What follows belongs to an exercise in optimizing a design on an open flow for small area and a short achievable clock period; a production flow would make more cautious choices.
Function was checked by simulation only, so behaviour that the tests miss may differ from the original.
Power figures rest on the tool's default switching activity, not on a simulated workload.

==> flow/run.sh <==
#!/bin/bash
# Standard layout, with plain buf_2 cells as the port buffers (the default
# choice is a slow delay buffer), and timing repair aimed at a 16.6 ns setup
# margin on the design's clock (the SDC is unchanged).
set -euo pipefail
export BUFFER_PORTS_ARGS="-buffer_cell sky130_fd_sc_hd__buf_2"
export SETUP_SLACK_MARGIN=16.6
bash standard.sh > standard.log 2>&1
==> standard.sh <==
#!/bin/bash
# synth_recipe.tcl (not shown) runs the flow's synth.tcl, then flattens the netlist and writes it again
# the make line also repeats each setting of config.mk as NAME=value (left out here)
make -C /OpenROAD-flow-scripts/flow DESIGN_CONFIG=/design/flow/config.mk WORK_HOME=/design/flow/orfs CLKGATE_MAP_FILE= SYNTH_SCRIPT=/design/flow/synth_recipe.tcl "${@:-finish}"
==> config.mk <==
export PLATFORM = sky130hd
export DESIGN_NAME = dram_addr_map
export DESIGN_NICKNAME = dram_addr_map
export VERILOG_FILES = /design/flow/design.v
export SDC_FILE = /design/flow/constraint.sdc
export NUM_CORES = 4
export LEC_CHECK = 0
export ABC_AREA = 1
export CAP_MARGIN = 20
export CORE_MARGIN = 2
export CORE_UTILIZATION = 40
export SLEW_MARGIN = 20
==> constraint.sdc <==
create_clock -name core_clock -period 22.0 [get_ports {clk}]
set_input_delay 4.4000 -clock core_clock [delete_from_list [all_inputs] [get_ports {clk}]]
set_output_delay 4.4000 -clock core_clock [all_outputs]
set_load 0.01 [all_outputs]
==> design.v <==
module dram_addr_map (
    input  wire        clk,
    input  wire        rst,             
    input  wire [1:0]  cfg_bays,        
    input  wire [1:0]  cfg_first_quad,  
    input  wire [15:0] cfg_chan_mask,   
    input  wire [9:0]  cfg_cap_gib,     
    input  wire [2:0]  cfg_log2_nr,     
    input  wire        in_valid,
    input  wire [42:0] in_pa,
    output reg         out_valid,
    output reg  [3:0]  out_bay,
    output reg  [15:0] out_set,
    output reg  [20:0] out_tag,
    output reg         out_edge,
    output reg  [1:0]  out_slot,
    output reg  [3:0]  out_chan,
    output reg  [32:0] out_line,
    output reg         out_sub,
    output reg  [10:0] out_col,
    output reg  [2:0]  out_bg,
    output reg  [1:0]  out_bank,
    output reg  [3:0]  out_rank,
    output reg  [19:0] out_row
);
    function [2:0] add3(input [2:0] a, input [2:0] b);
        begin
            add3[0] = (a[0] & b[0]) | (a[1] & b[2]) | (a[2] & b[1]);
            add3[1] = (a[0] & b[1]) | (a[1] & b[0]) | (a[2] & b[2]);
            add3[2] = (a[0] & b[2]) | (a[1] & b[1]) | (a[2] & b[0]);
        end
    endfunction
    function ge10(input [9:0] a, input [9:0] b);
        reg [15:0] g, e;
        integer i, l;
        begin
            for (i = 0; i < 16; i = i + 1) begin
                g[i] = (i < 10) ? (a[i] & ~b[i]) : 1'b0;
                e[i] = (i < 10) ? ~(a[i] ^ b[i]) : 1'b1;
            end
            for (l = 1; l < 16; l = l * 2)
                for (i = 0; i < 16; i = i + 2 * l) begin
                    g[i] = g[i + l] | (e[i + l] & g[i]);
                    e[i] = e[i + l] & e[i];
                end
            ge10 = g[0] | e[0];
        end
    endfunction
    function [15:0] t_logic(input [6:0] x);
        reg [3:0] i;
        reg [1:0] p, f;
        reg       sb;
        reg [6:0] ms2;
        begin
            i[0] = (x == 7'd2) | (x == 7'd3) | (x == 7'd6) | (x == 7'd7) | (x == 7'd10) | (x == 7'd11) | (x == 7'd14) | (x == 7'd15) | (x == 7'd18) | (x == 7'd19) | (x == 7'd22) | (x == 7'd23) | (x == 7'd34) | (x == 7'd35) | (x == 7'd38) | (x == 7'd39) | (x == 7'd42) | (x == 7'd43) | (x == 7'd46) | (x == 7'd47) | (x == 7'd50) | (x == 7'd51) | (x == 7'd54) | (x == 7'd55) | (x == 7'd72) | (x == 7'd73) | (x == 7'd74) | (x == 7'd75) | (x == 7'd76) | (x == 7'd77) | (x == 7'd78) | (x == 7'd79) | (x == 7'd104) | (x == 7'd105) | (x == 7'd106) | (x == 7'd107) | (x == 7'd108) | (x == 7'd109) | (x == 7'd110) | (x == 7'd111);
            i[1] = (x == 7'd4) | (x == 7'd5) | (x == 7'd6) | (x == 7'd7) | (x == 7'd12) | (x == 7'd13) | (x == 7'd14) | (x == 7'd15) | (x == 7'd20) | (x == 7'd21) | (x == 7'd22) | (x == 7'd23) | (x == 7'd40) | (x == 7'd41) | (x == 7'd42) | (x == 7'd43) | (x == 7'd44) | (x == 7'd45) | (x == 7'd46) | (x == 7'd47) | (x == 7'd80) | (x == 7'd81) | (x == 7'd82) | (x == 7'd83) | (x == 7'd84) | (x == 7'd85) | (x == 7'd86) | (x == 7'd87) | (x == 7'd112) | (x == 7'd113) | (x == 7'd114) | (x == 7'd115) | (x == 7'd116) | (x == 7'd117) | (x == 7'd118) | (x == 7'd119);
            i[2] = (x == 7'd8) | (x == 7'd9) | (x == 7'd10) | (x == 7'd11) | (x == 7'd12) | (x == 7'd13) | (x == 7'd14) | (x == 7'd15) | (x == 7'd48) | (x == 7'd49) | (x == 7'd50) | (x == 7'd51) | (x == 7'd52) | (x == 7'd53) | (x == 7'd54) | (x == 7'd55);
            i[3] = (x == 7'd16) | (x == 7'd17) | (x == 7'd18) | (x == 7'd19) | (x == 7'd20) | (x == 7'd21) | (x == 7'd22) | (x == 7'd23);
            p[0] = (x == 7'd6) | (x == 7'd7) | (x == 7'd8) | (x == 7'd9) | (x == 7'd10) | (x == 7'd11) | (x == 7'd18) | (x == 7'd19) | (x == 7'd20) | (x == 7'd21) | (x == 7'd22) | (x == 7'd23) | (x == 7'd42) | (x == 7'd43) | (x == 7'd46) | (x == 7'd47) | (x == 7'd48) | (x == 7'd49) | (x == 7'd50) | (x == 7'd51) | (x == 7'd52) | (x == 7'd53) | (x == 7'd54) | (x == 7'd55);
            p[1] = (x == 7'd12) | (x == 7'd13) | (x == 7'd14) | (x == 7'd15) | (x == 7'd16) | (x == 7'd17) | (x == 7'd18) | (x == 7'd19) | (x == 7'd20) | (x == 7'd21) | (x == 7'd22) | (x == 7'd23);
            sb = (x == 7'd1) | (x == 7'd3) | (x == 7'd5) | (x == 7'd7) | (x == 7'd33) | (x == 7'd35) | (x == 7'd37) | (x == 7'd39) | (x == 7'd65) | (x == 7'd67) | (x == 7'd69) | (x == 7'd71) | (x == 7'd97) | (x == 7'd99) | (x == 7'd101) | (x == 7'd103);
            f[0] = (x == 7'd2) | (x == 7'd3) | (x == 7'd8) | (x == 7'd11) | (x == 7'd14) | (x == 7'd15) | (x == 7'd20) | (x == 7'd21) | (x == 7'd33) | (x == 7'd34) | (x == 7'd37) | (x == 7'd38) | (x == 7'd48) | (x == 7'd49) | (x == 7'd52) | (x == 7'd53) | (x == 7'd72) | (x == 7'd74) | (x == 7'd76) | (x == 7'd78) | (x == 7'd81) | (x == 7'd83) | (x == 7'd85) | (x == 7'd87) | (x == 7'd104) | (x == 7'd106) | (x == 7'd108) | (x == 7'd110) | (x == 7'd113) | (x == 7'd115) | (x == 7'd117) | (x == 7'd119);
            f[1] = (x == 7'd4) | (x == 7'd5) | (x == 7'd7) | (x == 7'd10) | (x == 7'd16) | (x == 7'd17) | (x == 7'd22) | (x == 7'd23) | (x == 7'd35) | (x == 7'd39) | (x == 7'd40) | (x == 7'd44) | (x == 7'd50) | (x == 7'd51) | (x == 7'd54) | (x == 7'd55) | (x == 7'd65) | (x == 7'd67) | (x == 7'd69) | (x == 7'd71) | (x == 7'd80) | (x == 7'd82) | (x == 7'd84) | (x == 7'd86) | (x == 7'd97) | (x == 7'd99) | (x == 7'd101) | (x == 7'd103) | (x == 7'd112) | (x == 7'd114) | (x == 7'd116) | (x == 7'd118);
            ms2[0] = (x == 7'd2) | (x == 7'd3) | (x == 7'd10) | (x == 7'd11) | (x == 7'd12) | (x == 7'd15) | (x == 7'd17) | (x == 7'd19) | (x == 7'd20) | (x == 7'd23);
            ms2[1] = (x == 7'd1) | (x == 7'd3) | (x == 7'd4) | (x == 7'd12) | (x == 7'd18) | (x == 7'd19) | (x == 7'd20) | (x == 7'd33) | (x == 7'd34) | (x == 7'd37) | (x == 7'd38) | (x == 7'd40) | (x == 7'd42) | (x == 7'd44) | (x == 7'd46) | (x == 7'd48) | (x == 7'd51) | (x == 7'd52) | (x == 7'd55);
            ms2[2] = (x == 7'd1) | (x == 7'd3) | (x == 7'd12) | (x == 7'd18) | (x == 7'd19) | (x == 7'd20) | (x == 7'd33) | (x == 7'd37) | (x == 7'd42) | (x == 7'd46) | (x == 7'd48) | (x == 7'd52);
            ms2[3] = (x == 7'd1) | (x == 7'd3) | (x == 7'd12) | (x == 7'd18) | (x == 7'd19) | (x == 7'd20) | (x == 7'd33) | (x == 7'd37) | (x == 7'd42) | (x == 7'd46) | (x == 7'd48) | (x == 7'd52);
            ms2[4] = (x == 7'd1) | (x == 7'd3) | (x == 7'd12) | (x == 7'd18) | (x == 7'd19) | (x == 7'd20) | (x == 7'd33) | (x == 7'd37) | (x == 7'd42) | (x == 7'd46) | (x == 7'd48) | (x == 7'd52);
            ms2[5] = (x == 7'd1) | (x == 7'd3) | (x == 7'd12) | (x == 7'd18) | (x == 7'd19) | (x == 7'd20) | (x == 7'd33) | (x == 7'd37) | (x == 7'd42) | (x == 7'd46) | (x == 7'd48) | (x == 7'd52);
            ms2[6] = (x == 7'd1) | (x == 7'd3) | (x == 7'd12) | (x == 7'd18) | (x == 7'd19) | (x == 7'd20) | (x == 7'd33) | (x == 7'd37) | (x == 7'd42) | (x == 7'd46) | (x == 7'd48) | (x == 7'd52);
            t_logic = {i, p, sb, f, ms2};
        end
    endfunction
    function [1:0] carry5(input [4:0] pl, input [15:0] tl);
        reg [7:0] g, e;
        integer   i, l;
        begin
            for (i = 0; i < 8; i = i + 1) begin
                g[i] = (i < 5) ? (pl[i] & tl[i]) : 1'b0;
                e[i] = (i < 5) ? (pl[i] ^ tl[i]) : 1'b1;
            end
            for (l = 1; l < 8; l = l * 2)
                for (i = 0; i < 8; i = i + 2 * l) begin
                    g[i] = g[i + l] | (e[i + l] & g[i]);
                    e[i] = e[i + l] & e[i];
                end
            carry5 = {g[0] & ~tl[6], ~g[0] & tl[6]};
        end
    endfunction
    reg        v0;
    reg [36:0] pp0;
    reg [1:0]  q0;
    reg        hi0;
    reg        c_lm0, c_lm1, c_lm2;    
    reg [1:0]  c_fq;
    reg [9:0]  c_cap;
    reg [2:0]  c_lg;
    reg [4:1]  c_nh;     
    wire [3:0] fmask = cfg_chan_mask[4*cfg_first_quad +: 4];
    always @(posedge clk) begin
        if (rst) v0 <= 1'b0;
        else     v0 <= in_valid;
        pp0    <= cfg_bays[1] ? in_pa[42:6] :
                  (cfg_bays[0] ? {1'b0, in_pa[42:7]} : {2'b00, in_pa[42:8]});
        q0     <= in_pa[7:6] ^ in_pa[15:14] ^ in_pa[23:22] ^ in_pa[31:30] ^ in_pa[39:38];
        hi0    <= |in_pa[42:32];
        c_lm0  <= (cfg_bays == 2'd0);
        c_lm1  <= (cfg_bays == 2'd1);
        c_lm2  <= cfg_bays[1];           
        c_fq   <= cfg_first_quad;
        c_cap  <= cfg_cap_gib;
        c_lg   <= cfg_log2_nr;
        c_nh[1] <= (fmask == 4'd1) | (fmask == 4'd2) | (fmask == 4'd4) | (fmask == 4'd8);
        c_nh[2] <= (fmask == 4'd3) | (fmask == 4'd5) | (fmask == 4'd6) | (fmask == 4'd9) |
                   (fmask == 4'd10) | (fmask == 4'd12);
        c_nh[3] <= (fmask == 4'd7) | (fmask == 4'd11) | (fmask == 4'd13) | (fmask == 4'd14);
        c_nh[4] <= (fmask == 4'd15);
    end
    wire lm0 = c_lm0;                  
    wire lm1 = c_lm1;                  
    wire lm2 = c_lm2;                  
    wire [1:0] c_bays = {lm2, lm1};    
    wire [37:0] pp = {1'b0, pp0};
    wire [1:0]  q  = q0;
    wire        hi = hi0;
    wire [1:0]  r  = lm2 ? pp[1:0] : lm1 ? {1'b0, pp[0]} : 2'b00;
    reg [2:0]  pf [0:18];    
    reg [2:0]  rem;
    reg [1:0]  dg;
    reg [37:0] dq;           
    integer k, l;
    always @(*) begin
        for (k = 0; k < 19; k = k + 1) begin
            dg = pp[2*(18-k) +: 2];
            pf[k] = {dg == 2'd2, dg == 2'd1, dg == 2'd0 || dg == 2'd3};
        end
        for (l = 1; l < 32; l = l * 2)
            for (k = 2*l - 1; k < 19; k = k + 2*l)
                pf[k] = add3(pf[k], pf[k - l]);
        for (l = 8; l >= 1; l = l / 2)
            for (k = 3*l - 1; k < 19; k = k + 2*l)
                pf[k] = add3(pf[k], pf[k - l]);
        for (k = 0; k < 19; k = k + 1) begin
            rem = (k == 18) ? 3'b001 : pf[17-k];
            dg  = pp[2*k +: 2];
            dq[2*k+1] = rem[2] | (rem[1] & dg[1]);
            dq[2*k]   = (rem[0] & dg[1] & dg[0]) | (rem[1] & ~dg[1]) | (rem[2] & (dg[1] | dg[0]));
        end
    end
    wire [2:0] t_p1 = add3({pf[17][1], pf[17][2], pf[17][0]}, {1'b0, pp[1], ~pp[1]});
    wire [2:0] th = lm2 ? pf[17] : lm1 ? t_p1 : pf[18];
    wire [1:0] t  = {th[2], th[1]};
    wire [35:0] st = {dq[35:2], lm2 ? pp[1] : dq[1], (lm1 | lm2) ? pp[0] : dq[0]};
    wire [15:0] tl = t_logic({c_bays, t, q, hi});
    wire [3:0]  i_idx = tl[15:12];
    wire [1:0]  p     = tl[11:10];
    wire        sb    = tl[9];
    wire [1:0]  f     = tl[8:7];
    wire [6:0]  ms2   = tl[6:0];
    wire [1:0] cc0 = carry5(pp[4:0], t_logic({c_bays, 2'd0, q, hi}));
    wire [1:0] cc1 = carry5(pp[4:0], t_logic({c_bays, 2'd1, q, hi}));
    wire [1:0] cc2 = carry5(pp[4:0], t_logic({c_bays, 2'd2, q, hi}));
    wire [1:0] cc  = ({2{th[0]}} & cc0) | ({2{th[1]}} & cc1) | ({2{th[2]}} & cc2);
    wire       cp  = cc[1];
    wire       cn  = cc[0];
    reg [36:5] v;
    reg [36:22] vz;                    
    integer    bi;
    always @(*) begin
        v = pp[36:5];
        for (bi = 22; bi < 37; bi = bi + 1) begin
            vz[bi] = ~|(pp[36:22] & ~({15{1'b1}} << (bi - 22)) &
                        ({15{1'b1}} << (lm2 ? 2 : lm1 ? 1 : 0)));
            if (bi >= 24 || (bi == 23 && ~lm2) || (bi == 22 && lm0))
                v[bi] = pp[bi] ^ (hi & vz[bi]);
        end
    end
    reg [36:5] z_hi;
    reg [36:5] v_ones, v_zeros;        
    integer    zi;
    always @(*) begin
        v_ones[5]  = 1'b1;
        v_zeros[5] = 1'b1;
        for (zi = 6; zi < 37; zi = zi + 1) begin
            v_ones[zi]  = v_ones[zi-1] & v[zi-1];
            v_zeros[zi] = v_zeros[zi-1] & ~v[zi-1];
        end
        for (zi = 5; zi < 37; zi = zi + 1)
            z_hi[zi] = v[zi] ^ (cp & v_ones[zi]) ^ (cn & v_zeros[zi]);
    end
    reg        v1;
    reg [3:0]  b1_i;
    reg [1:0]  b1_p;
    reg [3:0]  b1_mask;
    reg        b1_hk0, b1_hk1, b1_hk2;    
    reg        b1_sb;
    reg [1:0]  b1_f;
    reg [4:0]  b1_pl;
    reg [4:0]  b1_ms2;
    reg [35:0] b1_st;
    reg [36:5] b1_zh;
    always @(posedge clk) begin
        if (rst) v1 <= 1'b0;
        else     v1 <= v0;
        b1_i    <= i_idx;
        b1_p    <= p;
        b1_mask <= cfg_chan_mask[4*(c_fq + p) +: 4];    
        b1_hk0  <= hi & lm0;
        b1_hk1  <= hi & lm1;
        b1_hk2  <= hi & lm2;
        b1_sb   <= sb;
        b1_f    <= f;
        b1_pl   <= pp[4:0];
        b1_ms2  <= ms2[4:0];
        b1_st   <= st;
        b1_zh   <= z_hi;
    end
    wire [3:0] bay  = 4'd3 * {2'b00, c_fq} + b1_i;
    wire [1:0] quad = c_fq + b1_p;
    wire [3:0] mask = b1_mask;
    wire [1:0] b1_r = lm2 ? b1_st[1:0] : lm1 ? {1'b0, b1_st[0]} : 2'b00;
    wire [3:0] h  = (lm2 ? {b1_f, 2'b00} : lm1 ? {1'b0, b1_f, 1'b0} : {2'b00, b1_f}) | {2'b00, b1_r};
    reg  [1:0] hd, hm;
    always @(*) begin
        hd = (h >= 4'd9) ? 2'd3 : (h >= 4'd6) ? 2'd2 : (h >= 4'd3) ? 2'd1 : 2'd0;
        hm = h - 4'd3 * {2'b00, hd};
    end
    reg [33:0] es;
    reg [33:0] ga, pa_, aa, yy;
    integer    ei, el;
    always @(*) begin
        for (ei = 0; ei < 34; ei = ei + 1) begin
            if (ei == 0) begin
                aa[ei] = b1_st[0] | ~lm0;
                yy[ei] = lm0 & ~b1_hk0;
            end else if (ei == 1) begin
                aa[ei] = b1_st[1] | lm2;
                yy[ei] = lm0 | (lm1 & ~b1_hk1);
            end else begin
                aa[ei] = b1_st[ei];
                yy[ei] = ~((ei % 2 == 0) ? ((b1_hk0 & ei <= 20) | (b1_hk2 & ei <= 22))
                                         : (b1_hk1 & ei <= 21));
            end
            ga[ei]  = aa[ei] & yy[ei];
            pa_[ei] = aa[ei] ^ yy[ei];
        end
        ga[0] = ga[0] | (pa_[0] & ~b1_sb);
        for (el = 1; el < 34; el = el * 2)
            for (ei = 33; ei >= 0; ei = ei - 1)
                if ((ei / el) % 2 == 1) begin
                    ga[ei]  = ga[ei] | (pa_[ei] & ga[(ei / el) * el - 1]);
                    pa_[ei] = pa_[ei] & pa_[(ei / el) * el - 1];
                end
        es[0] = lm0 ? (aa[0] ^ yy[0] ^ ~b1_sb) : hd[0];
        es[1] = lm2 ? hd[1] : (aa[1] ^ yy[1] ^ ga[0]);
        for (ei = 2; ei < 34; ei = ei + 1)
            es[ei] = aa[ei] ^ yy[ei] ^ ga[ei - 1];
    end
    wire [36:0] z = {b1_zh, b1_pl + b1_ms2};
    wire        n2 = c_nh[2];
    wire        n3 = c_nh[3];
    wire        n4 = c_nh[4];
    wire [33:0] x34 = n3 ? es[33:0] : n4 ? z[35:2] : n2 ? z[34:1] : z[33:0];
    wire [32:0] x = x34[32:0];
    wire        in_edge = ge10(x34[33:24], c_cap);
    wire [1:0]  zmod = n3 ? hm : n4 ? z[1:0] : n2 ? {1'b0, z[0]} : 2'd0;
    wire [5:0] em = {zmod, mask};
    wire [1:0] cpos_z, cpos_0;
    assign cpos_z[0] = (em == 6'd2) | (em == 6'd6) | (em == 6'd8) | (em == 6'd10) | (em == 6'd14) | (em == 6'd19) | (em == 6'd23) | (em == 6'd25) | (em == 6'd26) | (em == 6'd27) | (em == 6'd28) | (em == 6'd31) | (em == 6'd43) | (em == 6'd45) | (em == 6'd46) | (em == 6'd63);
    assign cpos_z[1] = (em == 6'd4) | (em == 6'd8) | (em == 6'd12) | (em == 6'd21) | (em == 6'd22) | (em == 6'd25) | (em == 6'd26) | (em == 6'd28) | (em == 6'd29) | (em == 6'd30) | (em == 6'd39) | (em == 6'd43) | (em == 6'd45) | (em == 6'd46) | (em == 6'd47) | (em == 6'd63);
    assign cpos_0[0] = (mask == 4'd2) | (mask == 4'd6) | (mask == 4'd8) | (mask == 4'd10) | (mask == 4'd14);
    assign cpos_0[1] = (mask == 4'd4) | (mask == 4'd8) | (mask == 4'd12);
    wire [1:0] cpos = in_edge ? cpos_0 : cpos_z;
    wire [19:0] xh   = x[32:13];
    wire [19:0] row  = xh >> c_lg;
    wire [19:0] rank = xh & ~(20'hFFFFF << c_lg);
    always @(posedge clk) begin
        if (rst) out_valid <= 1'b0;
        else     out_valid <= v1;
        out_bay  <= bay;
        out_set  <= b1_st[15:0];
        out_tag  <= {1'b0, b1_st[35:16]};
        out_edge <= in_edge;
        out_slot <= z[1:0];
        out_chan <= {quad, cpos};
        out_line <= x;
        out_sub  <= x[0];
        out_col  <= {x[10:6], x[2:1], 4'b0000};
        out_bg   <= x[5:3] ^ row[2:0];
        out_bank <= x[12:11] ^ row[4:3];
        out_rank <= rank[3:0];
        out_row  <= row;
    end
endmodule
==> flow_summary.json, run 1 <==
{
  "status": "finished clean",
  "drtIter0Drc": 1266,
  "path_clk_slew_ns": 0.06,
  "cts.htree.levels": 1,
  "finalClockSkew_ns": 0.0269,
  "grt_overflow": 0,
  "reg2reg_to": "out_chan[0]$_DFF_P_",
  "finalWorstSetupSlack_ns": 16.59,
  "synth-seq-cells": 264,
  "synth-edff-count": 0,
  "gp_congestion": 0.911,
  "dieWidth_um": 203,
  "cp.buffers_inverters": 1,
  "drc": 0,
  "drtPass1Iterations": 5,
  "synth-seq-area-share_pct": 33.5,
  "hpwl_mm": 36.3,
  "num_io_pins": 202,
  "ys_warn_count": 2,
  "mostFrequentLayoutCells": "640 x nand2_1, 297 x inv_1, 204 x nand3_1",
  "final_max_slew_viol_count": 0,
  "final_hold_viol_count": 0,
  "cp_data_arrival_time_ns": 1.01,
  "synth_area_um2": 15800,
  "cts-root-buf": "clkbuf_16",
  "drv_cap": 0,
  "antenna_cells": 0,
  "grt_usage_pct": 21.9,
  "p_total_mw": 2.02,
  "tns_ns": 0,
  "cp-end-kind": "output pin",
  "clockBufferDepth": 3,
  "worstSetupPathType": "flop to output pin",
  "tightestPinTransition_ns": 0.894,
  "synth_top_flop_cell": "dfxtp_1",
  "rr_startpoint": "c_lm0$_DFF_P_",
  "netlist_instances": 2246,
  "finalCriticalPeriod_ns": 5.41,
  "grt_pass1_wl_mm": 73.7,
  "fmax_mhz": 185,
  "die_area_um2": 41100,
  "core-area_um2": 38800,
  "timing.final.crit_share_pct": 24.6,
  "yosys-top-cells-area": "dfxtp_1 33%, nand2_1 15%, ha_1 8.9%",
  "numCtsBuffers": 29,
  "power.leakage_nw": 9.31,
  "rsz0062_at_grt": "true",
  "grt_start_max_net_pins": 42,
  "critPathMaxStageDelay_ns": 0.36,
  "slew_headroom_pct": 40.4,
  "num_rows": 72,
  "drive_gt1_share_pct": 16.3,
  "critPathTopFamily": "flip-flops",
  "via_per_inst": 5.17,
  "final_util_pct": 48.1,
  "first_global_vias": 14200,
  "clock-sinks": 264,
  "io_buffers": 190,
  "ant_nets": 0,
  "synth_cell_types": 59,
  "initial_core_util_pct": 40.7,
  "crit_slowest_cell": "dfxtp_2",
  "cp_max_fo": 2,
  "rr_worst_depth": 26,
  "final_common_cell": "nand2_1",
  "die_y_um": 203,
  "power-per-cell-area_nw_per_um2": 108,
  "synth_top_area_share_pct": 33.5,
  "wl_per_cell_um": 15.6,
  "setup_violations": 0,
  "crit_required_ns": 17.60,
  "synthArstFlopShare_pct": 0,
  "avgSynthCellArea_um2": 7.03,
  "reg2reg_slack_ns": 16.99,
  "startpoint": "out_line[0]$_DFF_P_",
  "path_cells": "buf_6",
  "synth.largest_area_cell": "dfxtp_1",
  "dp_slack_ns": 15.76,
  "min_path_type": "flop to flop",
  "path_depth": 1,
  "postRouteWirelength_mm": 46.0,
  "insertion_delay_ns": 0.56,
  "antenna_found_initial": 1,
  "start_kind": "flop",
  "endpoint": "out_line[0]",
  "synthToLayoutAreaGrowth_pct": 18.3,
  "cts_tree": "built",
  "vdd_drop_max_mv": 0.0547,
  "vias": 15200,
  "postCtsHoldBufs": 0,
  "layout.nets": 2614
}
[sequential cells by signal, indices dropped and copies added (netlist names), 5 cells and up]
| name | count |
|---|---|
| out_row | 20 |
| out_set | 16 |
| b1_st | 36 |
| b1_zh | 31 |
| out_line | 33 |
| out_tag | 20 |
| b1_pl | 5 |
| c_cap | 10 |
| pp0 | 37 |
[per-layer routing]
layer,GRT usage (%),up-vias,part of all wire (%)
met4,6.05,0,2.3
met2,34.6,508,43
met1,31.5,7002,49
met5,0,-,0
met3,2.65,63,6.1
li1,-,7661,-
[through the flow]
step,std cells,hold WS (ns),instance area [um2]
floorplan,2250,0.310,15800
global placement,2895,0.317,17100
detailed placement,2895,0.317,17100
CTS,2945,0.336,18300
global route,2949,0.352,18700
finish,2949,0.337,18700
[power breakdown]
| part | internal, mW | switching [mW] | leakage (nW) |
|---|---|---|---|
| Sequential | 0.618 | 0.0973 | 2.22 |
| Combinational | 0.330 | 0.506 | 6.64 |
| Clock | 0.269 | 0.196 | 0.446 |
| Total | 1.22 | 0.800 | 9.31 |
[Yosys cell counts (3+ instances only)]
| master | instances |
|---|---|
| nand2_1 | 641 |
| inv_1 | 299 |
| dfxtp_1 | 264 |
| nand3_1 | 206 |
| nor2_1 | 137 |
| ha_1 | 112 |
| o21ai_0 | 105 |
| a21oi_1 | 68 |
| clkbuf_1 | 40 |
| xor2_1 | 37 |
| a22oi_1 | 33 |
| o211ai_1 | 29 |
| o221ai_1 | 27 |
| xnor2_1 | 27 |
| nand4_1 | 24 |
| o22ai_1 | 19 |
| nor3_1 | 18 |
| nand3_2 | 15 |
| buf_4 | 14 |
| fa_1 | 10 |
| nor2_2 | 10 |
| buf_1 | 7 |
| or2_2 | 7 |
| a221oi_1 | 6 |
| nor4_1 | 6 |
| o21a_1 | 6 |
| a21o_1 | 5 |
| buf_6 | 5 |
| clkinv_1 | 5 |
| nand2_2 | 5 |
| nand3b_1 | 5 |
| buf_2 | 4 |
| o21ai_1 | 4 |
| o31ai_1 | 4 |
| a31oi_1 | 3 |
| inv_2 | 3 |
| nand3_4 | 3 |
| nand4_2 | 3 |
| o2111ai_1 | 3 |
[logic make-up (layout without fill, tap and decap cells)]
| kind of cell | Yosys count | in the layout | share of synthesized area [%] |
|---|---|---|---|
| other | 1 | 5 | 0.0238 |
| AOI/OAI and AO/OA | 324 | 324 | 12.8 |
| adders and majority gates | 122 | 122 | 10.1 |
| buffers and inverters | 377 | 558 | 9.57 |
| DFF | 264 | 264 | 33.5 |
| and+or+nand+nor | 1092 | 1092 | 30.2 |
| xor gates and xnor gates | 66 | 66 | 3.76 |
[worst min-delay path by stage]
stage | from | end | slack (ns) | cells after the start
final | b1_st[35]$_DFF_P_ | out_tag[19]$_DFF_P_ | 0.34 | 0
after global routing | b1_st[34]$_DFF_P_ | out_tag[18]$_DFF_P_ | 0.35 | 0
after floorplan | b1_st[34]$_DFF_P_ | out_tag[18]$_DFF_P_ | 0.31 | 0
after detailed placement | b1_st[34]$_DFF_P_ | out_tag[18]$_DFF_P_ | 0.32 | 0
after CTS | b1_st[34]$_DFF_P_ | out_tag[18]$_DFF_P_ | 0.34 | 0
after global placement | b1_st[35]$_DFF_P_ | out_tag[19]$_DFF_P_ | 0.32 | 0
[final cells by class]
class / count / area (um2)
fill: 3917 / 20100
inverter: 307 / 1160
clock buffer: 35 / 798
clock inverter: 14 / 116
multi-input combinational: 1609 / 9120
timing repair buffer: 201 / 1450
sequential: 264 / 5380
timing repair inverter: 1 / 7.51
tap: 518 / 648
[timing repair]
| action | in CTS | in global routing |
|---|---|---|
| buffers inserted | 0 | 4 |
| gates resized for setup | 72 | 97 |
| cloned | 1 | 0 |
| pin swaps | 0 | 2 |
| endpoints found under the setup margin | 112 | 137 |
| hold endpoints to repair | 0 | 0 |
==> run 2, diff against run 1 <==
--- a/config.mk
+++ b/config.mk
@@ -9,4 +9,6 @@
 export CAP_MARGIN = 20
 export CORE_MARGIN = 2
 export CORE_UTILIZATION = 40
+export CTS_CLUSTER_DIAMETER = 100
+export CTS_CLUSTER_SIZE = 27
 export SLEW_MARGIN = 20
==> flow_summary.json, run 2 <==
{
  "cts_tree": "built",
  "die_area_um2": 41100,
  "clock-sinks": 264,
  "synthArstFlopShare_pct": 0,
  "cts-root-buf": "clkbuf_16",
  "crit_required_ns": 17.60,
  "clockBufferDepth": 3,
  "ant_nets": 0,
  "vdd_drop_max_mv": 0.0482,
  "dieWidth_um": 203,
  "yosys-top-cells-area": "dfxtp_1 33%, nand2_1 15%, ha_1 8.9%",
  "via_per_inst": 5.19,
  "antenna_found_initial": 1,
  "final_hold_viol_count": 0,
  "tns_ns": 0,
  "start_kind": "flop",
  "grt_pass1_wl_mm": 73.1,
  "setup_violations": 0,
  "multi_input_area_um2": 9110,
  "num_io_pins": 202,
  "worstSetupPathType": "flop to output pin",
  "tightestPinTransition_ns": 0.880,
  "drive_gt1_share_pct": 14.6,
  "mostFrequentLayoutCells": "640 x nand2_1, 297 x inv_1, 207 x dfxtp_1",
  "largest_reg_flops": 37,
  "core-area_um2": 38800,
  "final_common_cell": "nand2_1",
  "antenna_cells": 0,
  "cp_data_arrival_time_ns": 1.01,
  "grt_overflow": 0,
  "hold_end": "out_tag[18]$_DFF_P_",
  "drtIter0Drc": 1150,
  "synthToLayoutAreaGrowth_pct": 14.7,
  "power-per-cell-area_nw_per_um2": 102,
  "finalClockSkew_ns": 0.0352,
  "path_cells": "buf_6",
  "rr_startpoint": "c_lm0$_DFF_P_",
  "first_global_vias": 14100,
  "drtPass1Iterations": 5,
  "regArea_um2": 5360,
  "synth_top_area_share_pct": 33.5,
  "startpoint": "out_line[0]$_DFF_P_",
  "synth-seq-area-share_pct": 33.5,
  "grt_usage_pct": 21.7,
  "path_clk_slew_ns": 0.10,
  "yosysMostFrequentCell": "nand2_1",
  "vias": 15200,
  "fmax_mhz": 185,
  "grt_start_max_net_pins": 42,
  "drv_cap": 0,
  "final_max_slew_viol_count": 0,
  "wl_per_cell_um": 15.6,
  "postRouteWirelength_mm": 45.6,
  "synth-seq-cells": 264,
  "min_path_type": "flop to flop",
  "cp-end-kind": "output pin",
  "insertion_delay_ns": 0.53,
  "synth_commonest_cells": "641 x nand2_1, 299 x inv_1, 264 x dfxtp_1",
  "finalCriticalPeriod_ns": 5.41,
  "layout.nets": 2600,
  "reg2reg_slack_ns": 16.95,
  "gp_congestion": 0.911,
  "synth_area_um2": 15800,
  "hpwl_mm": 36.3,
  "postCtsHoldBufs": 0,
  "synth_cell_types": 59,
  "crit_slowest_cell": "dfxtp_2",
  "io_buffers": 190,
  "avgSynthCellArea_um2": 7.03,
  "num-fill-cells": 3980,
  "cts.htree.levels": 1,
  "reg2reg_to": "out_chan[0]$_DFF_P_",
  "netlist_instances": 2246,
  "ys_warn_count": 2,
  "cp_max_fo": 2,
  "rr_worst_depth": 26,
  "slew_headroom_pct": 41.3,
  "initial_core_util_pct": 40.7,
  "timing.final.crit_share_pct": 24.6,
  "top_regs": "pp0 x37, b1_st x36, out_line x33",
  "power.leakage_nw": 9.06,
  "status": "finished clean",
  "die_y_um": 203,
  "min_from": "b1_st[34]$_DFF_P_",
  "whs_path_depth": 0,
  "drc": 0,
  "synth-edff-count": 0,
  "synth_top_flop_cell": "dfxtp_1",
  "hold_ws_ns": 0.342,
  "num_rows": 72,
  "numCtsBuffers": 15,
  "top_register": "pp0",
  "synth.largest_area_cell": "dfxtp_1",
  "critPathMaxStageDelay_ns": 0.37,
  "cp.buffers_inverters": 1,
  "critPathTopFamily": "flip-flops",
  "rsz0062_at_grt": "true"
}
-- run 2: cell counts after synthesis --
No cell type changed its count.
-- run 2: worst max-delay path by stage --
stage | end | slack (ns) | cells after the start
final | out_line[0] | 16.59 | 1
after global routing | out_line[0] | 16.55 | 1
after CTS | out_line[0] | 16.57 | 1
after detailed placement | pp0[23]$_DFF_P_ | 15.76 | 4
after global placement | pp0[22]$_DFF_P_ | 15.78 | 4
after floorplan | c_nh[3]$_DFF_P_ | 16.65 | 9
-- run 2: repair_timing --
action | in CTS | in global routing
cloned | 1 | 0
pin swaps | 0 | 2
endpoints found under the setup margin | 67 | 78
buffers inserted | 0 | 4
resized for setup | 51 | 86
-- run 2: cells by family (layout without fill, tap and decap cells) --
kind of cell	Yosys count	count (layout)	synth area share, %
fa+ha+maj	122	122	10.1
buf+inv	377	530	9.57
compound gates	324	324	12.8
simple gates	1092	1092	30.2
xor+xnor	66	66	3.76
other cells	1	5	0.0238
flops	264	264	33.5
-- run 2: final cells by class --
cell class                      count  area share, %
Sequential cell                   264           29.6
Tap cell                          518           3.58
Clock buffer                       15           2.07
Timing Repair inverter              1         0.0415
Clock inverter                      6          0.435
Inverter                          307           6.39
Timing Repair Buffer              201           7.54
Multi-Input combinational cell   1609           50.3
-- run 2: per-layer routing --
metal  vias up  track usage (%)  share of wire (%)
met1      6989             31.4                 49
met2       488             34.6                 43
met4         0             5.11                2.2
met3        53             2.26                5.4
li1       7621                -                  -
met5         -                0                  0
-- run 2: power breakdown --
part	internal (mW)	leakage [nW]	switching, mW
Clock	0.132	0.222	0.172
Combinational	0.321	6.62	0.505
Sequential	0.614	2.22	0.0950
Total	1.07	9.06	0.772
-- run 2: through the flow --
step                cell area, um2  setup slack (ns)  std cells  util (%)  total power [mW]
floorplan                    15800             16.65       2250         -              1.21
global placement             17100             15.78       2895      44.0              1.45
detailed placement           17100             15.76       2895      44.0              1.47
CTS                          17700             16.57       2917      45.7              1.80
global route                 18100             16.55       2921      46.6              1.98
finish                       18100             16.59       2921      46.6              1.84
==> run 3, diff against run 2 <==
==> flow/run.sh (replaced) <==
#!/bin/bash
# Standard layout, with plain buf_1 cells as the port buffers (the default
# choice is a slow delay buffer), and timing repair aimed at a 16.6 ns setup
# margin on the design's clock (the SDC is unchanged).
set -euo pipefail
export BUFFER_PORTS_ARGS="-buffer_cell sky130_fd_sc_hd__buf_1"
export SETUP_SLACK_MARGIN=16.6
bash standard.sh > standard.log 2>&1
--- a/config.mk
+++ b/config.mk
@@ -9,6 +9,4 @@
 export CAP_MARGIN = 20
 export CORE_MARGIN = 2
 export CORE_UTILIZATION = 40
-export CTS_CLUSTER_DIAMETER = 100
-export CTS_CLUSTER_SIZE = 27
 export SLEW_MARGIN = 20
==> flow_summary.json, run 3 <==
{
  "path_clk_slew_ns": 0.06,
  "final_common_cell": "nand2_1",
  "synth.largest_area_cell": "dfxtp_1",
  "layout.nets": 2616,
  "grt_start_max_net_pins": 42,
  "wl_per_cell_um": 15.6,
  "worstSetupPathType": "flop to output pin",
  "synth_cell_types": 59,
  "final_util_pct": 48.1,
  "path_cells": "buf_6",
  "postRouteWirelength_mm": 46.1,
  "synthToLayoutAreaGrowth_pct": 18.3,
  "p_total_mw": 2.06,
  "grt-busiest-layer": "met2",
  "synth-seq-cells": 264,
  "grt_use_met1_pct": 31.7,
  "synth_area_um2": 15800,
  "drc": 0,
  "die_area_um2": 41100,
  "crit_slowest_cell": "dfxtp_2",
  "synthArstFlopShare_pct": 0,
  "synth-seq-area-share_pct": 33.5,
  "slew_headroom_pct": 43.8,
  "cts.htree.levels": 1,
  "drtIter0Drc": 1308,
  "netlist_instances": 2246,
  "drv_cap": 0,
  "core-area_um2": 38800,
  "cp.buffers_inverters": 1,
  "synth_commonest_cells": "641 x nand2_1, 299 x inv_1, 264 x dfxtp_1",
  "start_kind": "flop",
  "clockBufferDepth": 3,
  "hold_ws_ns": 0.332,
  "antenna_found_initial": 1,
  "synth_top_flop_cell": "dfxtp_1",
  "mostFrequentLayoutCells": "641 x nand2_1, 296 x inv_1, 205 x nand3_1",
  "tns_ns": 0,
  "synth-edff-count": 0,
  "cp-end-kind": "output pin",
  "ys_warn_count": 2,
  "dieWidth_um": 203,
  "avgSynthCellArea_um2": 7.03,
  "ant_nets": 0,
  "grt_util_met2_pct": 34.5,
  "tightestPinTransition_ns": 0.842,
  "cp_data_arrival_time_ns": 1.01,
  "drtPass1Iterations": 5,
  "grt_usage_pct": 21.9,
  "critPathTopFamily": "flip-flops",
  "largest_reg_flops": 37,
  "rsz0062_at_grt": "true",
  "yosysMostFrequentCell": "nand2_1",
  "setup_violations": 0,
  "grt_overflow": 0,
  "grt_pass1_wl_mm": 73.7,
  "gp_congestion": 0.899,
  "insertion_delay_ns": 0.56,
  "cts-root-buf": "clkbuf_16",
  "final_max_slew_viol_count": 0,
  "num-fill-cells": 3845,
  "num_rows": 72,
  "numCtsBuffers": 29,
  "via_per_inst": 5.15,
  "finalClockSkew_ns": 0.0195,
  "startpoint": "out_line[9]$_DFF_P_",
  "clock-sinks": 264,
  "finalCriticalPeriod_ns": 5.41,
  "min_path_type": "flop to flop",
  "drive_gt1_share_pct": 13.3,
  "status": "finished clean",
  "timing.final.crit_share_pct": 24.6,
  "top_regs": "pp0 x37, b1_st x36, out_line x33",
  "final_hold_viol_count": 0,
  "vdd_drop_max_mv": 0.0609,
  "cts_tree": "built",
  "num_io_pins": 202,
  "die_y_um": 203,
  "synth_top_area_share_pct": 33.5,
  "vias": 15200,
  "hpwl_mm": 35.9,
  "top_register": "pp0",
  "crit_required_ns": 17.60,
  "critPathMaxStageDelay_ns": 0.35,
  "yosys-top-cells-area": "dfxtp_1 33%, nand2_1 15%, ha_1 8.9%",
  "fmax_mhz": 185,
  "cp_max_fo": 2,
  "first_global_vias": 14100,
  "io_buffers": 190,
  "initial_core_util_pct": 40.7,
  "rr_startpoint": "c_lm0$_DFF_P_",
  "grt_use_met3_pct": 2.52,
  "min_from": "b1_st[34]$_DFF_P_",
  "power.leakage_nw": 9.16,
  "power-per-cell-area_nw_per_um2": 110
}
## run 3: cell counts after synthesis
No cell type changed its count.
## run 3: worst paths after layout
check | to | slack, ns | depth (start not counted)
worst max-delay path | out_col[9] | 16.59 | 1
worst min-delay path | out_tag[18]$_DFF_P_ | 0.33 | 0
worst max register to register | out_chan[0]$_DFF_P_ | 17.02 | 31
worst min register to register | out_tag[18]$_DFF_P_ | 0.33 | 0
## run 3: per-stage QoR
step,setup slack (ns),std cells,instance area [um2]
floorplan,16.65,2250,15800
global placement,15.79,2896,16900
detailed placement,15.74,2896,16900
CTS,16.57,2950,18300
global route,16.56,2955,18700
finish,16.59,2956,18700
## run 3: cells by family (layout without fill, tap and decap cells)
family,Yosys count,in the layout,share of synthesized area [%]
adder cells (fa/ha/maj),122,122,10.1
AND/OR/NAND/NOR,1092,1092,30.2
XOR/XNOR,66,66,3.76
flip-flops,264,264,33.5
AO/OA/AOI/OAI,324,324,12.8
other,1,6,0.0238
buffers and inverters,377,564,9.57
## run 3: layer usage
layer | wire (um) | part of all wire (%)
met5 | 0 | 0
met1 | 22300 | 48
met3 | 2840 | 6.2
met2 | 19800 | 43
met4 | 1060 | 2.3
## run 3: final cells by class
cell class	instances	area (um2)	area share, %
repair buffers	203	1380	7.41
well taps	518	648	3.47
flip-flops and latches	264	5380	28.8
diodes	1	2.50	0.0134
repair inverters	1	7.51	0.0402
inverters	307	1160	6.19
clock inverters	20	233	1.25
clock buffers	33	771	4.13
multi-input cells	1609	9090	48.7
## run 3: what timing repair did
item,4_1_cts,5_1_grt
endpoints found under the setup margin,149,110
endpoints found under the hold margin,0,0
buffers inserted,0,5
hold buffers,0,0
cloned,1,0
resized for setup,186,95
pin swaps,0,2
## run 3: power by group
group	switching, mW	internal [mW]	total, mW
sequential	0.0964	0.617	0.713
clock	0.204	0.300	0.504
combinational	0.509	0.329	0.839
total	0.810	1.25	2.06
==> run 4, diff against run 3 <==
--- a/design.v
+++ b/design.v
@@ -157,10 +157,7 @@
     wire        sb    = tl[9];
     wire [1:0]  f     = tl[8:7];
     wire [6:0]  ms2   = tl[6:0];
-    wire [1:0] cc0 = carry5(pp[4:0], t_logic({c_bays, 2'd0, q, hi}));
-    wire [1:0] cc1 = carry5(pp[4:0], t_logic({c_bays, 2'd1, q, hi}));
-    wire [1:0] cc2 = carry5(pp[4:0], t_logic({c_bays, 2'd2, q, hi}));
-    wire [1:0] cc  = ({2{th[0]}} & cc0) | ({2{th[1]}} & cc1) | ({2{th[2]}} & cc2);
+    wire [1:0] cc  = carry5(pp[4:0], tl);
     wire       cp  = cc[1];
     wire       cn  = cc[0];
     reg [36:5] v;
==> flow/run.sh (replaced) <==
#!/bin/bash
# Standard layout, with plain buf_2 cells as the port buffers (the default
# choice is a slow delay buffer), and timing repair aimed at a 16.6 ns setup
# margin on the design's clock (the SDC is unchanged).
set -euo pipefail
export BUFFER_PORTS_ARGS="-buffer_cell sky130_fd_sc_hd__buf_2"
export SETUP_SLACK_MARGIN=16.6
bash standard.sh > standard.log 2>&1
==> flow_summary.json, run 4 <==
{
  "status": "finished clean",
  "drv_cap": 0,
  "antenna_cells": 0,
  "synth-seq-area-share_pct": 34.0,
  "path_clk_slew_ns": 0.06,
  "vdd_drop_max_mv": 0.0679,
  "endpoint": "out_line[0]",
  "ys_warn_count": 2,
  "top_register": "pp0",
  "vias": 15200,
  "grt_overflow": 0,
  "final_common_cell": "nand2_1",
  "crit_slowest_cell": "dfxtp_2",
  "synth_top_area_share_pct": 34.0,
  "numCtsBuffers": 31,
  "min_path_type": "flop to flop",
  "rr_startpoint": "pp0[31]$_DFF_P_",
  "synth.largest_area_cell": "dfxtp_1",
  "synth_area_um2": 15500,
  "synthArstFlopShare_pct": 0,
  "cts.htree.levels": 1,
  "grt_start_max_net_pins": 40,
  "rsz0062_at_grt": "true",
  "top_regs": "pp0 x37, b1_st x36, out_line x33",
  "postRouteWirelength_mm": 46.2,
  "finalClockSkew_ns": 0.0185,
  "multi_input_area_um2": 9270,
  "via_per_inst": 5.10,
  "synth_top_flop_cell": "dfxtp_1",
  "worstSetupPathType": "flop to output pin",
  "io_buffers": 190,
  "synth_commonest_cells": "622 x nand2_1, 327 x inv_1, 264 x dfxtp_1",
  "path_depth": 1,
  "die_area_um2": 40400,
  "hold_ws_ns": 0.329,
  "synth-seq-cells": 264,
  "cp.buffers_inverters": 1,
  "gp_congestion": 0.871,
  "wl_per_cell_um": 15.5,
  "startpoint": "out_line[0]$_DFF_P_",
  "critPathMaxStageDelay_ns": 0.36,
  "hpwl_mm": 34.6,
  "num-fill-cells": 3678,
  "final_hold_viol_count": 0,
  "yosys-top-cells-area": "dfxtp_1 34%, nand2_1 15%, ha_1 8.4%",
  "initial_core_util_pct": 40.4,
  "synth-simple-area-share_pct": 29.6,
  "postCtsHoldBufs": 0,
  "antenna_found_initial": 1,
  "num_rows": 72,
  "reg2reg_slack_ns": 16.82,
  "path_cells": "buf_6",
  "synth_top_family_by_area": "simple AND/OR/NAND/NOR gates",
  "setup_violations": 0,
  "synth_mux_area_share_pct": 0.193,
  "largest_reg_flops": 37,
  "clockBufferDepth": 3,
  "regArea_um2": 5450,
  "cp_max_fo": 2,
  "layout.nets": 2630,
  "timing.final.crit_share_pct": 24.8,
  "cp_data_arrival_time_ns": 1.05,
  "grt_pass1_wl_mm": 72.9,
  "drc": 0,
  "final_max_slew_viol_count": 0,
  "drtIter0Drc": 1044,
  "rr_worst_depth": 39,
  "start_kind": "flop",
  "power-per-cell-area_nw_per_um2": 109,
  "synth-edff-count": 0,
  "cts-root-buf": "clkbuf_16",
  "first_global_vias": 14100,
  "mostFrequentLayoutCells": "572 x nand2_1, 305 x inv_1, 166 x dfxtp_1",
  "synth_cell_types": 57,
  "core-area_um2": 38500,
  "synthAdderAreaFrac_pct": 9.66,
  "drtPass1Iterations": 6,
  "yosysMostFrequentCell": "nand2_1",
  "cp-end-kind": "output pin",
  "synthXorXnorAreaFrac_pct": 2.48,
  "tightestPinTransition_ns": 0.900,
  "critPathTopFamily": "flip-flops",
  "drive_gt1_share_pct": 23.8,
  "p_total_mw": 2.14,
  "dieWidth_um": 201,
  "clock-sinks": 264,
  "finalCriticalPeriod_ns": 5.45,
  "synth-compound-area-share_pct": 13.3,
  "grt_usage_pct": 22.0,
  "insertion_delay_ns": 0.58,
  "synthToLayoutAreaGrowth_pct": 26.3,
  "ant_nets": 0,
  "cts_tree": "built",
  "num_io_pins": 202,
  "reg2reg_to": "b1_zh[1]$_DFF_P_",
  "power.leakage_nw": 9.89,
  "avgSynthCellArea_um2": 6.98,
  "netlist_instances": 2227,
  "die_y_um": 201,
  "crit_required_ns": 17.60,
  "slew_headroom_pct": 40.0,
  "tns_ns": 0,
  "fmax_mhz": 184
}
==> run 4: worst min-delay path by stage <==
stage	startpoint	endpoint	slack, ns	depth (start not counted)
after global placement	b1_st[35]$_DFF_P_	out_tag[19]$_DFF_P_	0.32	0
after CTS	b1_st[35]$_DFF_P_	out_tag[19]$_DFF_P_	0.33	0
after detailed placement	b1_st[35]$_DFF_P_	out_tag[19]$_DFF_P_	0.32	0
final	b1_st[35]$_DFF_P_	out_tag[19]$_DFF_P_	0.33	0
after floorplan	b1_st[34]$_DFF_P_	out_tag[18]$_DFF_P_	0.31	0
after global routing	b1_st[35]$_DFF_P_	out_tag[19]$_DFF_P_	0.33	0
==> run 4: logic make-up after synthesis <==
logic type | Yosys count
other | 1
XOR/XNOR | 44
adder cells (fa/ha/maj) | 114
flip-flops | 264
AO/OA/AOI/OAI | 338
AND/OR/NAND/NOR | 1054
buffers and inverters | 409
multiplexers | 3
==> run 4: area by class of cell <==
class                      instances  share of cell area (%)
multi-input combinational       1560                    47.3
sequential                       264                    27.8
timing repair buffer             238                    9.40
inverter                         341                    6.61
clock buffer                      42                    4.47
tap                              518                    3.30
clock inverter                    16                    1.15
timing repair inverter             1                  0.0383
==> run 4: metrics by stage <==
step                      instance area (um2)  std cells  util, %  setup WS [ns]
final                                   19600       2980     51.0          16.55
after global routing                    19600       2980     51.0          16.48
after CTS                               18600       2950     48.4          16.47
after detailed placement                16900       2880     43.8          15.28
after global placement                  16800       2879     43.8          15.45
after floorplan                         15600       2231        -          16.60
==> run 4: metal layers <==
layer  track usage [%]  vias to the layer above  part of all wire, %
li1                  -                     7665                    -
met1              30.7                     6923                   46
met2              34.8                      514                   45
met3              2.93                       83                  6.6
met4              7.72                        0                  3.0
met5                 0                        -                    0
==> run 4: where the power goes <==
group | switching [mW] | leakage, nW | internal [mW]
Combinational | 0.528 | 7.11 | 0.364
Clock | 0.206 | 0.549 | 0.339
Sequential | 0.0889 | 2.23 | 0.619
Total | 0.823 | 9.89 | 1.32
==> run 4: repair_timing <==
item	4_1_cts	5_1_grt
cloned	3	1
setup buffers	9	29
setup endpoints to repair	189	172
pin swaps	8	25
gates resized for setup	143	221
==> run 5, diff against run 4 <==
--- a/design.v
+++ b/design.v
@@ -242,12 +242,16 @@
             pa_[ei] = aa[ei] ^ yy[ei];
         end
         ga[0] = ga[0] | (pa_[0] & ~b1_sb);
-        for (el = 1; el < 34; el = el * 2)
-            for (ei = 33; ei >= 0; ei = ei - 1)
-                if ((ei / el) % 2 == 1) begin
-                    ga[ei]  = ga[ei] | (pa_[ei] & ga[(ei / el) * el - 1]);
-                    pa_[ei] = pa_[ei] & pa_[(ei / el) * el - 1];
-                end
+        for (el = 1; el < 64; el = el * 2)
+            for (ei = 2*el - 1; ei < 34; ei = ei + 2*el) begin
+                ga[ei]  = ga[ei] | (pa_[ei] & ga[ei - el]);
+                pa_[ei] = pa_[ei] & pa_[ei - el];
+            end
+        for (el = 16; el >= 1; el = el / 2)
+            for (ei = 3*el - 1; ei < 34; ei = ei + 2*el) begin
+                ga[ei]  = ga[ei] | (pa_[ei] & ga[ei - el]);
+                pa_[ei] = pa_[ei] & pa_[ei - el];
+            end
         es[0] = lm0 ? (aa[0] ^ yy[0] ^ ~b1_sb) : hd[0];
         es[1] = lm2 ? hd[1] : (aa[1] ^ yy[1] ^ ga[0]);
         for (ei = 2; ei < 34; ei = ei + 1)
==> flow_summary.json, run 5 <==
{
  "num_rows": 73,
  "p_comb_share_pct": 44.8,
  "antenna_found_initial": 2,
  "drtIter0Drc": 1258,
  "finalClockSkew_ns": 0.0127,
  "synth_top_area_share_pct": 33.2,
  "netSwitchingFraction_pct": 39.3,
  "gp_congestion": 0.896,
  "crit_slowest_cell": "dfxtp_2",
  "synth_cell_types": 61,
  "final_hold_viol_count": 0,
  "crit_required_ns": 17.60,
  "wl_per_cell_um": 16.2,
  "first_global_vias": 14500,
  "cp.buffers_inverters": 1,
  "routed-wl-met3_mm": 2.85,
  "clockBufferDepth": 3,
  "insertion_delay_ns": 0.56,
  "p_sw_mw": 0.861,
  "worstSetupPathType": "flop to output pin",
  "hold_ws_ns": 0.325,
  "internal_power_mw": 1.33,
  "top_layer": "met4",
  "rr_worst_depth": 37,
  "avgSynthCellArea_um2": 7.16,
  "clockPowerShare_pct": 22.4,
  "whs_path_depth": 0,
  "clock-sinks": 264,
  "cp_max_fo": 2,
  "ant_nets": 0,
  "critPathTopFamily": "flip-flops",
  "synth_top_flop_cell": "dfxtp_1",
  "synthToLayoutAreaGrowth_pct": 26.5,
  "synth_commonest_cells": "587 x nand2_1, 322 x inv_1, 264 x dfxtp_1",
  "vias": 15500,
  "rsz0062_at_grt": "true",
  "top_register": "pp0",
  "initial_core_util_pct": 40.3,
  "die_area_um2": 41500,
  "critPathMaxStageDelay_ns": 0.35,
  "dr_wl_met2_mm": 22.0,
  "setup_violations": 0,
  "ys_warn_count": 2,
  "path_depth": 1,
  "vdd_drop_max_mv": 0.0649,
  "antenna_cells": 0,
  "io_buffers": 190,
  "final_common_cell": "nand2_1",
  "synth-edff-count": 0,
  "grt_pass1_wl_mm": 76.3,
  "yosysMostFrequentCell": "nand2_1",
  "postRouteWirelength_mm": 49.0,
  "drv_cap": 0,
  "dieWidth_um": 204,
  "drive_gt1_share_pct": 26.0,
  "synth_area_um2": 15900,
  "synth.largest_area_cell": "dfxtp_1",
  "grt_usage_pct": 22.8,
  "drc": 0,
  "postCtsHoldBufs": 0,
  "finalCriticalPeriod_ns": 5.42,
  "grt_overflow": 0,
  "core-area_um2": 39500,
  "sequentialPowerShare_pct": 32.7,
  "wirelength_met1_mm": 23.0,
  "fmax_mhz": 185,
  "timing.final.crit_share_pct": 24.6,
  "top_regs": "pp0 x37, b1_st x36, out_line x33",
  "layout.nets": 2677,
  "power-per-cell-area_nw_per_um2": 109,
  "largest_reg_flops": 37,
  "tightestPinTransition_ns": 0.821,
  "start_kind": "flop",
  "final_max_slew_viol_count": 0,
  "synth-seq-cells": 264,
  "drtPass1Iterations": 8,
  "synth-seq-area-share_pct": 33.2,
  "min_path_type": "flop to flop",
  "hpwl_mm": 36.4,
  "slew_headroom_pct": 45.2,
  "status": "finished clean",
  "cp_data_arrival_time_ns": 1.02,
  "tns_ns": 0,
  "reg2reg_slack_ns": 16.79,
  "cts_tree": "built",
  "grt_start_max_net_pins": 46,
  "num-fill-cells": 3824,
  "cts.htree.levels": 1,
  "mostFrequentLayoutCells": "569 x nand2_1, 294 x inv_1, 172 x dfxtp_1",
  "synthArstFlopShare_pct": 0,
  "netlist_instances": 2226,
  "cts-root-buf": "clkbuf_16",
  "path_cells": "buf_6",
  "yosys-top-cells-area": "dfxtp_1 33%, nand2_1 14%, ha_1 8.5%",
  "via_per_inst": 5.13,
  "power.leakage_nw": 9.99,
  "path_clk_slew_ns": 0.06,
  "final_util_pct": 51.0,
  "numCtsBuffers": 30,
  "num_io_pins": 202,
  "die_y_um": 204,
  "cp-end-kind": "output pin"
}
[run 5: metal layers]
layer	global-route usage, %	vias up
li1	-	7716
met1	32.0	7189
met2	37.0	506
met3	2.86	74
met4	5.58	0
met5	0	-
[run 5: worst paths after layout]
| kind | start | endpoint |
|---|---|---|
| setup / recovery | out_line[6]$_DFF_P_ | out_col[6] |
| hold reg to reg | b1_st[34]$_DFF_P_ | out_tag[18]$_DFF_P_ |
| hold / removal | b1_st[34]$_DFF_P_ | out_tag[18]$_DFF_P_ |
| setup reg to reg | c_lm0$_DFF_P_ | out_chan[0]$_DFF_P_ |
[run 5: logic make-up (layout without fill, tap and decap cells)]
group / after synthesis / after routing / synth area share [%]
muxes: 3 / 3 / 0.188
DFF: 264 / 264 / 33.2
AOI/OAI and AO/OA: 336 / 336 / 13.2
buffers and inverters: 414 / 677 / 10.7
other: 1 / 5 / 0.0235
xor gates and xnor gates: 50 / 50 / 2.75
and+or+nand+nor: 1033 / 1035 / 29.4
adders and majority gates: 125 / 125 / 10.6
[run 5: area by class of cell]
class	count	area, um2	area share (%)
multi-input cells	1554	9640	47.8
clock buffers	40	850	4.22
repair inverters	2	18.8	0.0931
clock inverters	14	139	0.689
repair buffers	271	2070	10.3
flip-flops and latches	264	5440	27.0
well taps	525	657	3.26
inverters	350	1350	6.69
[run 5: what timing repair did]
action | CTS | global route
gates resized for setup | 181 | 162
buffers inserted | 31 | 40
endpoints found under the hold margin | 0 | 0
pin swaps | 29 | 40
cloned | 5 | 1
setup endpoints to repair | 202 | 166
[run 5: metrics by stage]
stage / total power, mW / instance area [um2] / instances / worst slack, ns
after global routing: 2.33 / 20200 / 3020 / 16.46
after floorplan: 1.22 / 16000 / 2230 / 16.65
after global placement: 1.47 / 17200 / 2889 / 15.58
after detailed placement: 1.48 / 17200 / 2889 / 15.43
final: 2.19 / 20200 / 3020 / 16.58
after CTS: 2.11 / 19200 / 2979 / 16.53
[run 5: power groups by stage]
stage / Sequential (mW) / Clock, mW / Combinational, mW
after floorplan: 0.709 / 0 / 0.513
after detailed placement: 0.703 / 0 / 0.775
after global routing: 0.729 / 0.522 / 1.08
after CTS: 0.713 / 0.503 / 0.899
final: 0.717 / 0.491 / 0.982
after global placement: 0.701 / 0 / 0.765
==> run 6, diff against run 5 <==
--- a/design.v
+++ b/design.v
@@ -157,7 +157,10 @@
     wire        sb    = tl[9];
     wire [1:0]  f     = tl[8:7];
     wire [6:0]  ms2   = tl[6:0];
-    wire [1:0] cc  = carry5(pp[4:0], tl);
+    wire [1:0] cc0 = carry5(pp[4:0], t_logic({c_bays, 2'd0, q, hi}));
+    wire [1:0] cc1 = carry5(pp[4:0], t_logic({c_bays, 2'd1, q, hi}));
+    wire [1:0] cc2 = carry5(pp[4:0], t_logic({c_bays, 2'd2, q, hi}));
+    wire [1:0] cc  = ({2{th[0]}} & cc0) | ({2{th[1]}} & cc1) | ({2{th[2]}} & cc2);
     wire       cp  = cc[1];
     wire       cn  = cc[0];
     reg [36:5] v;
@@ -242,16 +245,12 @@
             pa_[ei] = aa[ei] ^ yy[ei];
         end
         ga[0] = ga[0] | (pa_[0] & ~b1_sb);
-        for (el = 1; el < 64; el = el * 2)
-            for (ei = 2*el - 1; ei < 34; ei = ei + 2*el) begin
-                ga[ei]  = ga[ei] | (pa_[ei] & ga[ei - el]);
-                pa_[ei] = pa_[ei] & pa_[ei - el];
-            end
-        for (el = 16; el >= 1; el = el / 2)
-            for (ei = 3*el - 1; ei < 34; ei = ei + 2*el) begin
-                ga[ei]  = ga[ei] | (pa_[ei] & ga[ei - el]);
-                pa_[ei] = pa_[ei] & pa_[ei - el];
-            end
+        for (el = 1; el < 34; el = el * 2)
+            for (ei = 33; ei >= 0; ei = ei - 1)
+                if ((ei / el) % 2 == 1) begin
+                    ga[ei]  = ga[ei] | (pa_[ei] & ga[(ei / el) * el - 1]);
+                    pa_[ei] = pa_[ei] & pa_[(ei / el) * el - 1];
+                end
         es[0] = lm0 ? (aa[0] ^ yy[0] ^ ~b1_sb) : hd[0];
         es[1] = lm2 ? hd[1] : (aa[1] ^ yy[1] ^ ga[0]);
         for (ei = 2; ei < 34; ei = ei + 1)
==> flow/run.sh (replaced) <==
#!/bin/bash
# Standard layout, with plain buf_2 cells as the port buffers (the default
# choice is a slow delay buffer), and timing repair aimed at a 16.5 ns setup
# margin on the design's clock (the SDC is unchanged).
set -euo pipefail
export BUFFER_PORTS_ARGS="-buffer_cell sky130_fd_sc_hd__buf_2"
export SETUP_SLACK_MARGIN=16.5
bash standard.sh > standard.log 2>&1
--- a/config.mk
+++ b/config.mk
@@ -9,4 +9,6 @@
 export CAP_MARGIN = 20
 export CORE_MARGIN = 2
 export CORE_UTILIZATION = 40
+export CTS_CLUSTER_DIAMETER = 100
+export CTS_CLUSTER_SIZE = 27
 export SLEW_MARGIN = 20
==> flow_summary.json, run 6 <==
{
  "status": "finished clean",
  "die_area_um2": 41100,
  "synth_top_area_share_pct": 33.5,
  "crit_slowest_cell": "dfxtp_1",
  "grt_util_met2_pct": 33.8,
  "grt_use_met1_pct": 31.1,
  "grt_pass1_wl_mm": 71.7,
  "antenna_cells": 0,
  "postRouteWirelength_mm": 45.1,
  "wl_per_cell_um": 15.5,
  "min_path_type": "flop to flop",
  "start_kind": "flop",
  "num-fill-cells": 3916,
  "synth.largest_area_cell": "dfxtp_1",
  "synthToLayoutAreaGrowth_pct": 11.9,
  "largest_reg_flops": 37,
  "dieWidth_um": 203,
  "reg2reg_to": "out_chan[0]$_DFF_P_",
  "synth-edff-count": 0,
  "ys_warn_count": 2,
  "drtIter0Drc": 1394,
  "final_max_slew_viol_count": 0,
  "finalCriticalPeriod_ns": 5.42,
  "cp.buffers_inverters": 1,
  "postCtsHoldBufs": 0,
  "power-per-cell-area_nw_per_um2": 100,
  "finalClockSkew_ns": 0.0323,
  "first_global_vias": 13700,
  "clockPowerShare_pct": 16.9,
  "core-area_um2": 38800,
  "netSwitchingFraction_pct": 42.7,
  "top_register": "pp0",
  "grt_usage_pct": 21.4,
  "p_comb_share_pct": 44.0,
  "regArea_um2": 5310,
  "drv_cap": 0,
  "gp_congestion": 0.899,
  "synthArstFlopShare_pct": 0,
  "slew_headroom_pct": 41.7,
  "insertion_delay_ns": 0.51,
  "synth-seq-area-share_pct": 33.5,
  "cts-root-buf": "clkbuf_16",
  "synth_area_um2": 15800,
  "avgSynthCellArea_um2": 7.03,
  "critPathTopFamily": "flip-flops",
  "rr_worst_depth": 29,
  "synth_commonest_cells": "641 x nand2_1, 299 x inv_1, 264 x dfxtp_1",
  "path_cells": "buf_2",
  "io_buffers": 190,
  "worstSetupPathType": "flop to output pin",
  "numCtsBuffers": 15,
  "cts.htree.levels": 1,
  "tns_ns": 0,
  "vias": 15000,
  "die_y_um": 203,
  "initial_core_util_pct": 40.7,
  "power.leakage_nw": 8.94,
  "hpwl_mm": 35.9,
  "multi_input_area_um2": 9080,
  "synth_cell_types": 59,
  "drtPass1Iterations": 6,
  "fmax_mhz": 184,
  "synth-seq-cells": 264,
  "grt_start_max_net_pins": 42,
  "tightestPinTransition_ns": 0.874,
  "via_per_inst": 5.15,
  "mostFrequentLayoutCells": "641 x nand2_1, 297 x inv_1, 253 x dfxtp_1",
  "path_depth": 1,
  "final_common_cell": "nand2_1",
  "rsz0062_at_grt": "false",
  "rr_startpoint": "c_lm0$_DFF_P_",
  "clockBufferDepth": 3,
  "layout.nets": 2597,
  "vdd_drop_max_mv": 0.0446,
  "synth_top_flop_cell": "dfxtp_1",
  "setup_violations": 0,
  "num_io_pins": 202,
  "ant_nets": 0,
  "top_regs": "pp0 x37, b1_st x36, out_line x33",
  "grt-busiest-layer": "met2",
  "grt_use_met3_pct": 2.70,
  "crit_required_ns": 17.60,
  "drive_gt1_share_pct": 12.3,
  "sequentialPowerShare_pct": 39.1,
  "critPathMaxStageDelay_ns": 0.37,
  "final_util_pct": 45.5,
  "antenna_found_initial": 0,
  "startpoint": "out_line[22]$_DFF_P_",
  "yosys-top-cells-area": "dfxtp_1 33%, nand2_1 15%, ha_1 8.9%",
  "netlist_instances": 2246,
  "cts_tree": "built",
  "cp-end-kind": "output pin",
  "cp_data_arrival_time_ns": 1.02,
  "grt_overflow": 0,
  "num_rows": 72,
  "p_sw_mw": 0.755,
  "timing.final.crit_share_pct": 24.6,
  "endpoint": "out_line[22]",
  "reg2reg_slack_ns": 16.96,
  "internal_power_mw": 1.01,
  "path_clk_slew_ns": 0.10,
  "clock-sinks": 264,
  "cp_max_fo": 1,
  "yosysMostFrequentCell": "nand2_1",
  "final_hold_viol_count": 0,
  "drc": 0
}
[run 6: final cells by class]
cell class | count | area share [%]
clock inverter | 6 | 0.411
sequential | 264 | 30.1
timing repair inverter | 1 | 0.0425
clock buffer | 15 | 2.13
tap | 518 | 3.67
inverter | 307 | 6.55
timing repair buffer | 198 | 5.72
multi-input combinational | 1609 | 51.4
[run 6: per-stage QoR]
step	instance area [um2]	power (mW)	std cells	setup WS [ns]	hold slack, ns
global route	17700	1.90	2918	16.50	0.361
CTS	17500	1.77	2916	16.49	0.346
floorplan	15800	1.21	2250	16.55	0.310
finish	17700	1.77	2918	16.58	0.343
detailed placement	17100	1.47	2895	15.71	0.320
global placement	17100	1.45	2895	15.75	0.316
[run 6: repair_timing]
| action | CTS | global route |
|---|---|---|
| endpoints found under the setup margin | 29 | 38 |
| pin swaps | 0 | 1 |
| gates cloned | 0 | 1 |
| buffers inserted | 0 | 1 |
| gates resized for setup | 1 | 32 |
| endpoints found under the hold margin | 0 | 0 |
[run 6: worst min-delay path by stage]
stage                                 start                   to  depth (start not counted)
after global routing      b1_st[35]$_DFF_P_  out_tag[19]$_DFF_P_                          0
after global placement    b1_st[35]$_DFF_P_  out_tag[19]$_DFF_P_                          0
after CTS                 b1_st[35]$_DFF_P_  out_tag[19]$_DFF_P_                          0
after detailed placement  b1_st[35]$_DFF_P_  out_tag[19]$_DFF_P_                          0
final                     b1_st[35]$_DFF_P_  out_tag[19]$_DFF_P_                          0
after floorplan           b1_st[34]$_DFF_P_  out_tag[18]$_DFF_P_                          0
[run 6: kinds of logic after synthesis]
| family | after synthesis | synth area share (%) |
|---|---|---|
| compound gates | 324 | 12.8 |
| xor+xnor | 66 | 3.76 |
| fa+ha+maj | 122 | 10.1 |
| buf+inv | 377 | 9.57 |
| flops | 264 | 33.5 |
| other cells | 1 | 0.0238 |
| simple gates | 1092 | 30.2 |
[run 6: metal layers]
layer	share of wire, %	up-vias	wire length [um]
met5	0	-	0
met4	1.8	0	798
met3	6.8	46	3090
met2	43	518	19200
met1	49	6845	22000
li1	-	7608	-
[run 6: power by group through the flow]
stage | Combinational, mW | Sequential, mW | Clock [mW]
2_1_floorplan | 0.506 | 0.704 | 0
3_3_place_gp | 0.751 | 0.702 | 0
3_5_place_dp | 0.763 | 0.704 | 0
4_1_cts | 0.766 | 0.693 | 0.311
5_1_grt | 0.874 | 0.705 | 0.325
6_report | 0.778 | 0.692 | 0.298

## static timing again, ports no longer ideal
The results above use ideal ports. As a check the final layouts listed here were re-extracted and re-timed, cells and wires unchanged.
Step 1, drivers: a clkbuf_16 drives clk and a buf_2 each remaining input, both assumed.
Step 2, shift: input delay + t, output delay - t, t = (earliest + latest rising clock arrival at the registers) / 2. This alone moves slack from input paths to output paths.
Three values: ideal, step 1, step 2; two values: the first two.
run | t (ns) | setup slack, ns | latest minus earliest clock arrival (ns) | worst register clock-pin slew, ns
run 1 | 0.599 | 16.591 / 16.538 / 16.154 | 0.027 / 0.027 | 0.07 / 0.07
run 2 | 0.564 | 16.590 / 16.538 / 16.171 | 0.036 / 0.035 | 0.11 / 0.11
run 3 | 0.601 | 16.585 / 16.532 / 16.228 | 0.020 / 0.019 | 0.07 / 0.07
run 4 | 0.623 | 16.552 / 16.495 / 16.137 | 0.018 / 0.018 | 0.06 / 0.06
run 5 | 0.605 | 16.582 / 16.530 / 16.180 | 0.014 / 0.014 | 0.07 / 0.07
run 6 | 0.550 | 16.578 / 16.524 / 16.113 | 0.034 / 0.033 | 0.10 / 0.10
After both steps every run listed still meets setup and hold. The setup slack of run 6, which loses most, moves by -0.054 ns with the drivers and by -0.465 ns with both steps.
